Background: an optimization exercise with open tools, aiming at small area and a short achievable clock period. Do not read the settings as production practice.
In this exercise RTL edits were held to simulation tests only and were not proved equivalent to the original.

== old ==
Design vec_fma, start of the top module:
module vec_fma (
    input  wire        clk,
    input  wire        rst,
    input  wire        in_valid,
    input  wire [31:0] in_a,
    input  wire [31:0] in_b,
    input  wire [31:0] in_c,
    output reg         out_valid,
    output reg  [31:0] out_r
);
    reg        s0_valid;
    reg [31:0] s0_a, s0_b, s0_c;
    reg        s0_afz, s0_bfz, s0_cfz, s0_aez, s0_bez, s0_cez;
    wire [25:0] ibx = {2'b00, in_b[30:23] != 8'd0, in_b[22:0]};
    wire [12:0] e_one, e_two;
    wire [12:0] e_neg;
    genvar gk;
    generate
        for (gk = 0; gk < 13; gk = gk + 1) begin : g_benc
            wire x2 = ibx[2*gk+1];
            wire x1 = ibx[2*gk];
            wire x0 = (gk == 0) ? 1'b0 : ibx[2*gk-1];
            assign e_one[gk] = x1 ^ x0;
            assign e_two[gk] = (x2 & ~x1 & ~x0) | (~x2 & x1 & x0);
            assign e_neg[gk] = x2;
        end
    endgenerate
    reg [12:0] s0_one, s0_two;
    reg [11:0] s0_neg;
    always @(posedge clk) begin
        if (rst) s0_valid <= 1'b0;
        else     s0_valid <= in_valid;
        s0_a <= in_a;
        s0_b <= in_b;
        s0_c <= in_c;
        s0_one <= e_one;
        s0_two <= e_two;
        s0_neg <= e_neg[11:0];
        s0_afz <= (in_a[22:0] == 23'd0);
        s0_bfz <= (in_b[22:0] == 23'd0);
        s0_cfz <= (in_c[22:0] == 23'd0);
        s0_aez <= (in_a[30:23] == 8'd0);
        s0_bez <= (in_b[30:23] == 8'd0);
        s0_cez <= (in_c[30:23] == 8'd0);
    end
    wire       sa = s0_a[31];
    wire       sb = s0_b[31];
    wire       sc = s0_c[31];
    wire [7:0] ea = s0_a[30:23];
    wire [7:0] eb = s0_b[30:23];
    wire [7:0] ec = s0_c[30:23];
    wire a_ez = s0_aez, b_ez = s0_bez, c_ez = s0_cez;
    wire a_e1 = (ea == 8'hFF), b_e1 = (eb == 8'hFF), c_e1 = (ec == 8'hFF);
    wire a_fz = s0_afz;
    wire b_fz = s0_bfz;
    wire c_fz = s0_cfz;
    wire a_zero = a_ez & a_fz, b_zero = b_ez & b_fz, c_zero = c_ez & c_fz;
    wire a_inf  = a_e1 & a_fz, b_inf  = b_e1 & b_fz, c_inf  = c_e1 & c_fz;
  ...
export LEC_CHECK = 0
export ABC_AREA = 1
export CAP_MARGIN = 20
export CORE_MARGIN = 2
export CORE_UTILIZATION = 40
export CTS_CLUSTER_DIAMETER = 120
export CTS_CLUSTER_SIZE = 24
export SLEW_MARGIN = 20
create_clock -name core_clock -period 25.0 [get_ports {clk}]
standard.sh (not shown) runs the stock make flow with config.mk's settings and CLKGATE_MAP_FILE= SYNTH_SCRIPT=/design/flow/synth_recipe.tcl, a recipe that flattens the netlist after the stock synthesis.
==> flow/flow/run.sh <==
#!/bin/bash
# Standard ORFS layout; repair_timing aims for a setup slack of at least
# 18.95 ns at the design's clock period.
set -euo pipefail
bash standard.sh SETUP_SLACK_MARGIN=18.95 'BUFFER_PORTS_ARGS=-buffer_cell sky130_fd_sc_hd__buf_2' finish > standard.log 2>&1
Input-level comparison between new and old:
diff --git a/flow/design.v b/flow/design.v
--- a/flow/design.v
+++ b/flow/design.v
@@ -68,21 +68,21 @@
     wire is_nan  = a_nan | b_nan | c_nan | (a_inf & b_zero) | (b_inf & a_zero) |
                    (p_inf & c_inf & (sp ^ sc));
     wire is_spec = is_nan | p_inf | c_inf;
     wire s_inf   = p_inf ? sp : sc;
     wire signed [10:0] ep     = $signed({3'd0, ea_e}) + $signed({3'd0, eb_e}) - 11'sd127;
     wire signed [10:0] sh_raw = $signed({3'd0, ea_e}) + $signed({3'd0, eb_e}) + $signed({3'b111, ~ec_e}) - 11'sd99;
     wire               c_scale = p_zero | (~c_zero & sh_raw[10]);
     wire        [6:0]  sh = (c_scale | c_zero) ? 7'd0 :
                             (sh_raw[9:7] != 3'd0) ? 7'd127 : sh_raw[6:0];
     wire signed [10:0] e_top = c_scale ? $signed({3'd0, ec_e}) : (ep + 11'sd27);
-    wire [30:0] mc_f = {mc, 7'd0} >> sh[2:0];
+    wire [38:0] mc_f = {mc, 15'd0} >> sh[3:0];
     wire [23:0]  st_mask;
     genvar gj;
     generate
         for (gj = 0; gj < 24; gj = gj + 1) begin : g_stm
             assign st_mask[gj] = (sh_raw > 11'sd76 + gj);
         end
     endgenerate
     wire         c_sticky = ~(c_scale | c_zero) & (|(mc & st_mask));
     wire bu1 = ((s0_one[0] & ma[0])) ^ s0_neg[0];
     wire bu2 = ((s0_one[0] & ma[1]) | (s0_two[0] & ma[0])) ^ s0_neg[0];
@@ -1409,41 +1409,41 @@
     assign prod[40] = p1018 ^ pg1264;
     assign prod[41] = p1019 ^ pg1266;
     assign prod[42] = p1020 ^ pg1268;
     assign prod[43] = p1021 ^ pg1270;
     assign prod[44] = p1022 ^ pg1272;
     assign prod[45] = p1023 ^ pg1274;
     assign prod[46] = p1024 ^ pg1276;
     assign prod[47] = p1025 ^ pg1278;
     reg        s1_valid;
     reg [47:0] s1_prod;
-    reg [30:0] s1_mcf;
-    reg [3:0]  s1_shc;
+    reg [38:0] s1_mcf;
+    reg [2:0]  s1_shc;
     reg        s1_cst;
     reg signed [10:0] s1_etop;
     reg        s1_sp, s1_sc, s1_spec, s1_nan, s1_sinf, s1_zsign;
     always @(posedge clk) begin
         if (rst) s1_valid <= 1'b0;
         else     s1_valid <= s0_valid;
         s1_prod  <= prod;
         s1_mcf   <= mc_f;
-        s1_shc   <= sh[6:3];
+        s1_shc   <= sh[6:4];
         s1_cst   <= c_sticky;
         s1_etop  <= e_top;
         s1_sp    <= sp;
         s1_sc    <= sc;
         s1_spec  <= is_spec;
         s1_nan   <= is_nan;
         s1_sinf  <= s_inf;
         s1_zsign <= p_zero & sp & sc;
     end
-    wire [99:0]  c_aligned = {s1_mcf, 69'd0} >> {s1_shc, 3'b000};
+    wire [99:0]  c_aligned = {s1_mcf, 61'd0} >> {s1_shc, 4'b0000};
     wire [100:0] opc = {c_aligned, s1_cst};
     wire [25:0]  opu = opc[100:75];
     wire [47:0]  opm = opc[74:27];
     wire [26:0]  opl = opc[26:0];
     wire         eff_sub = s1_sp ^ s1_sc;
     wire [47:0]  bmid = s1_prod ^ {48{eff_sub}};
     wire g1282 = opm[0] & bmid[0];
     wire g1283 = opm[1] & bmid[1];
     wire g1284 = opm[2] & bmid[2];
     wire g1285 = opm[3] & bmid[3];
### Flow results
- new did not stop at any stage, and its layout met the timing, DRC and antenna checks.
- old has completed all stages; timing, DRC and antenna checks passed.
- [diff] detailed-placement wirelength estimate, new relative to old: regression
- Final cell utilization of the core delta for new relative to old: 0.17 points lower
- From old to new the numbers moved as follows: detailed-route wire length on metal 1 rose 420 um; full die area grew by about 0.6%; post-layout instance area grew by 0.76%; data arrival time of the worst path shows an increase of 60 ps.

==> static timing again, ports no longer ideal <==
The flow's constraints put no driver on any port. The routed layouts listed below were extracted and timed again, unchanged, in two steps.
Step 1 sets driving cells, clkbuf_16 on the clock port and buf_2 on the other inputs (assumed; they add their load-dependent delay and slew).
Step 2, shift: input delay + t, output delay - t, t = (earliest + latest rising clock arrival at the registers) / 2. This alone moves slack from input paths to output paths.
Three values: ideal ports, drivers, drivers and shift; two values: the first two.
run	t (ns)	setup WS [ns]	worst setup path at the end	clock arrival spread, ns
old	0.702	18.923 / 18.849 / 18.429	input to register	0.033 / 0.033
new	0.702	18.857 / 18.777 / 18.484	input to register	0.042 / 0.042
After both steps every run listed still meets setup and hold. For old, which loses most, drivers alone change the setup slack by -0.074 ns; drivers and shift together by -0.494 ns.
